Context: an optimization exercise on an open-source flow, tuned for small area, a short achievable clock period and few clock cycles. The choices shown serve that exercise and are no tape-out recipe. At most, simulation tests tie the RTL to the original design; equivalence was not proved.

==> inputs of fjord <==
// fpu32
module fpu32 (
    input  wire        clk,
    input  wire        rst,         
    input  wire        in_valid,
    output wire        in_ready,
    input  wire [2:0]  in_op,       
    input  wire [1:0]  in_rm,       
    input  wire [2:0]  in_rel,      
    input  wire [31:0] in_a,
    input  wire [31:0] in_b,
    input  wire [31:0] in_c,        
    output reg         out_valid,
    output reg  [31:0] out_result,
    output reg  [4:0]  out_flags    
);
clock: 34.0 ns
lec_check: 0
cap_margin: 20
core_margin: 2
core_utilization: 55
slew_margin: 20
run.sh (not shown) runs the stock make flow with config.mk's settings and CLKGATE_MAP_FILE= SYNTH_SCRIPT=/design/flow/synth_recipe.tcl, a recipe that flattens the netlist after the stock synthesis.
==> inputs of nickel, as changes to fjord <==
--- a/flow/design.v
+++ b/flow/design.v
@@ -87,52 +87,49 @@
         .prod   (s1_prod),
         .addend (s1_addend),
         .sticky (s1_sticky),
         .sub    (s1_sub),
         .sp     (s1_sp),
         .sz     (s1_sz),
+        .ebase  (s1_ebase),
         .mag    (m_mag),
         .lz     (m_lz),
         .zero   (m_zero),
         .sign   (m_sign)
     );
     reg        s2_valid;
     reg [1:0]  s2_rm;
     reg [76:0] s2_mag;
     reg [6:0]  s2_lz;
     reg        s2_zero, s2_sign, s2_sticky, s2_zsign;
     reg [10:0] s2_ebase;
-    reg [6:0]  s2_elim;
     reg        s2_spec, s2_spec_nv;
     reg [31:0] s2_spec_res;
     always @(posedge clk) begin
         s2_valid    <= !rst && s1_valid;
         s2_rm       <= s1_rm;
         s2_mag      <= m_mag;
         s2_lz       <= m_lz;
         s2_zero     <= m_zero;
         s2_sign     <= m_sign;
         s2_sticky   <= s1_sticky;
         s2_zsign    <= (s1_sp == s1_sz) ? s1_sp : (s1_rm == 2'd3);
         s2_ebase    <= s1_ebase;
-        s2_elim     <= ($signed(s1_ebase) <= 11'sd1)  ? 7'd0 :
-                       ($signed(s1_ebase) >= 11'sd128) ? 7'd127 : s1_ebase[6:0] - 7'd1;
         s2_spec     <= s1_spec;
         s2_spec_res <= s1_spec_res;
         s2_spec_nv  <= s1_spec_nv;
     end
     wire [31:0] r_result;
     wire [4:0]  r_flags;
     fpu32_round u_round (
         .rm     (s2_rm),
         .sign   (s2_sign),
         .mag    (s2_mag),
-        .lz     (s2_lz),
+        .s      (s2_lz),
         .sticky (s2_sticky),
         .ebase  (s2_ebase),
-        .elim   (s2_elim),
         .result (r_result),
         .flags  (r_flags)
     );
     always @(posedge clk) begin
         out_valid <= !rst && s2_valid;
         if (s2_spec) begin
@@ -267,25 +264,34 @@
     input  wire [47:0] prod,
     input  wire [77:0] addend,
     input  wire        sticky,
     input  wire        sub,
     input  wire        sp,
     input  wire        sz,
+    input  wire [10:0] ebase,
     output wire [76:0] mag,
-    output wire [6:0]  lz,
+    output wire [6:0]  lz,          
     output wire        zero,
     output wire        sign
 );
     wire [77:0] s0, s1;
     fpu32_cadd78 u_add (.x({28'd0, prod, 2'd0}), .y(addend), .s0(s0), .s1(s1));
     wire neg  = sub && s0[77];
     wire use1 = sub && !sticky;
     assign mag  = neg ? ~s0[76:0] : use1 ? s1[76:0] : s0[76:0];
     assign sign = neg ? sz : sp;
-    fpu32_lzc u_lzc (.v({mag, 1'b1, 50'd0}), .lz(lz));
-    assign zero = (lz == 7'd77);
+    wire [6:0] elim = ($signed(ebase) <= 11'sd1)  ? 7'd0 :
+                      ($signed(ebase) >= 11'sd128) ? 7'd127 : ebase[6:0] - 7'd1;
+    reg  [76:0] mark;
+    integer k;
+    always @* begin
+        for (k = 0; k < 77; k = k + 1)
+            mark[k] = (elim == 7'd76 - k);
+    end
+    fpu32_lzc u_lzc (.v({mag | mark, 1'b1, 50'd0}), .lz(lz));
+    assign zero = ~|mag;
 endmodule
 module fpu32_lzc (
     input  wire [127:0] v,
     output wire [6:0]   lz
 );
     genvar i;
@@ -2637,21 +2643,19 @@
     assign s = {p47 ^ G88, p46 ^ G65, p45 ^ G87, p44 ^ G54, p43 ^ G86, p42 ^ G64, p41 ^ G85, p40 ^ G49, p39 ^ G84, p38 ^ G63, p37 ^ G83, p36 ^ G53, p35 ^ G82, p34 ^ G62, p33 ^ G81, p32 ^ G46, p31 ^ G80, p30 ^ G61, p29 ^ G79, p28 ^ G52, p27 ^ G78, p26 ^ G60, p25 ^ G77, p24 ^ G48, p23 ^ G76, p22 ^ G59, p21 ^ G75, p20 ^ G51, p19 ^ G74, p18 ^ G58, p17 ^ G73, p16 ^ G43, p15 ^ G72, p14 ^ G57, p13 ^ G71, p12 ^ G50, p11 ^ G70, p10 ^ G56, p9 ^ G69, p8 ^ G37, p7 ^ G68, p6 ^ G55, p5 ^ G67, p4 ^ G25, p3 ^ G66, p2 ^ G1, p1 ^ g0, p0};
 endmodule
 module fpu32_round (
     input  wire [1:0]  rm,
     input  wire        sign,
     input  wire [76:0] mag,
-    input  wire [6:0]  lz,
+    input  wire [6:0]  s,          
     input  wire        sticky,     
     input  wire [10:0] ebase,
-    input  wire [6:0]  elim,       
     output reg  [31:0] result,
     output reg  [4:0]  flags
 );
     localparam RM_RNE = 2'd0, RM_RZ = 2'd1, RM_RU = 2'd2, RM_RD = 2'd3;
-    wire [6:0] s = (elim < lz) ? elim : lz;
     wire [76:0] t1 = s[6] ? (mag << 64) : mag;
     wire [76:0] t2 = s[5] ? (t1 << 32) : t1;
     wire [76:0] t3 = s[4] ? (t2 << 16) : t2;
     wire [76:0] t4 = s[3] ? (t3 << 8)  : t3;
     wire [76:0] t5 = s[2] ? (t4 << 4)  : t4;
     wire [76:0] t6 = s[1] ? (t5 << 2)  : t5;
--- a/flow/config.mk
+++ b/flow/config.mk
@@ -5,7 +5,7 @@
 export SDC_FILE = /design/flow/constraint.sdc
 export NUM_CORES = 4
 export LEC_CHECK = 0
 export CAP_MARGIN = 20
 export CORE_MARGIN = 2
 export CORE_UTILIZATION = 55
-export SLEW_MARGIN = 20
+export SLEW_MARGIN = 70
==> flow_summary.json <==
{
  "status": "finished clean",
  "vias": 42700,
  "grt_max_degree": 68,
  "fp.dieArea_sq_um": 85400,
  "critical_path_required_ns": 27.20,
  "buffers": 306,
  "mostFrequentLayoutCells": "inv_1, dfxtp_1, nand2_1",
  "initial_core_util_pct": 55.6,
  "wl_met2_mm": 76.5
}
-- figures above: nickel

==> flow_summary.json <==
{
  "cp_slowest_stage_delay_ns": 0.55,
  "core_sq_um": 81700,
  "initial_core_util_pct": 55.2,
  "fp.dieArea_sq_um": 84300,
  "wl_met2_mm": 76.5,
  "grt_max_degree": 78,
  "buffers": 262,
  "critPathBufInv": 4,
  "vias": 42400,
  "status": "finished clean",
  "critical_path_required_ns": 34.57
}
-- figures above: fjord

Testbench counts of nickel, summed over its fixed seeds: cycles 24,032.
No functional check of the RTL was part of fjord.

[afterwards: timing with drivers on the ports]
How much do the figures lean on ideal ports? The routed layouts below were timed once more, with nothing changed but the port constraints. Step 1, drivers: a clkbuf_16 drives clk and a buf_2 each remaining input, both assumed. Step 2 times the ports against the registers' clock, not the clock port: input delays grow and output delays shrink by t, the midpoint of the rising clock arrivals with the driver on. Three values: ideal ports, drivers, drivers and shift; two values: the first two.
run	t, ns	slack for setup (ns)	hold slack, ns	worst slew at a driven data input, ns	cell pins on the clock port's net
fjord	0.692	25.168 / 25.168 / 25.168	0.315 / 0.315 / 0.315	0.10	1
nickel	0.682	25.734 / 25.660 / 25.692	0.318 / 0.318 / 0.318	0.07	1
After both steps every run listed still meets setup and hold. The setup slack of nickel, which loses most, moves by -0.074 ns with the drivers and by -0.042 ns with both steps.
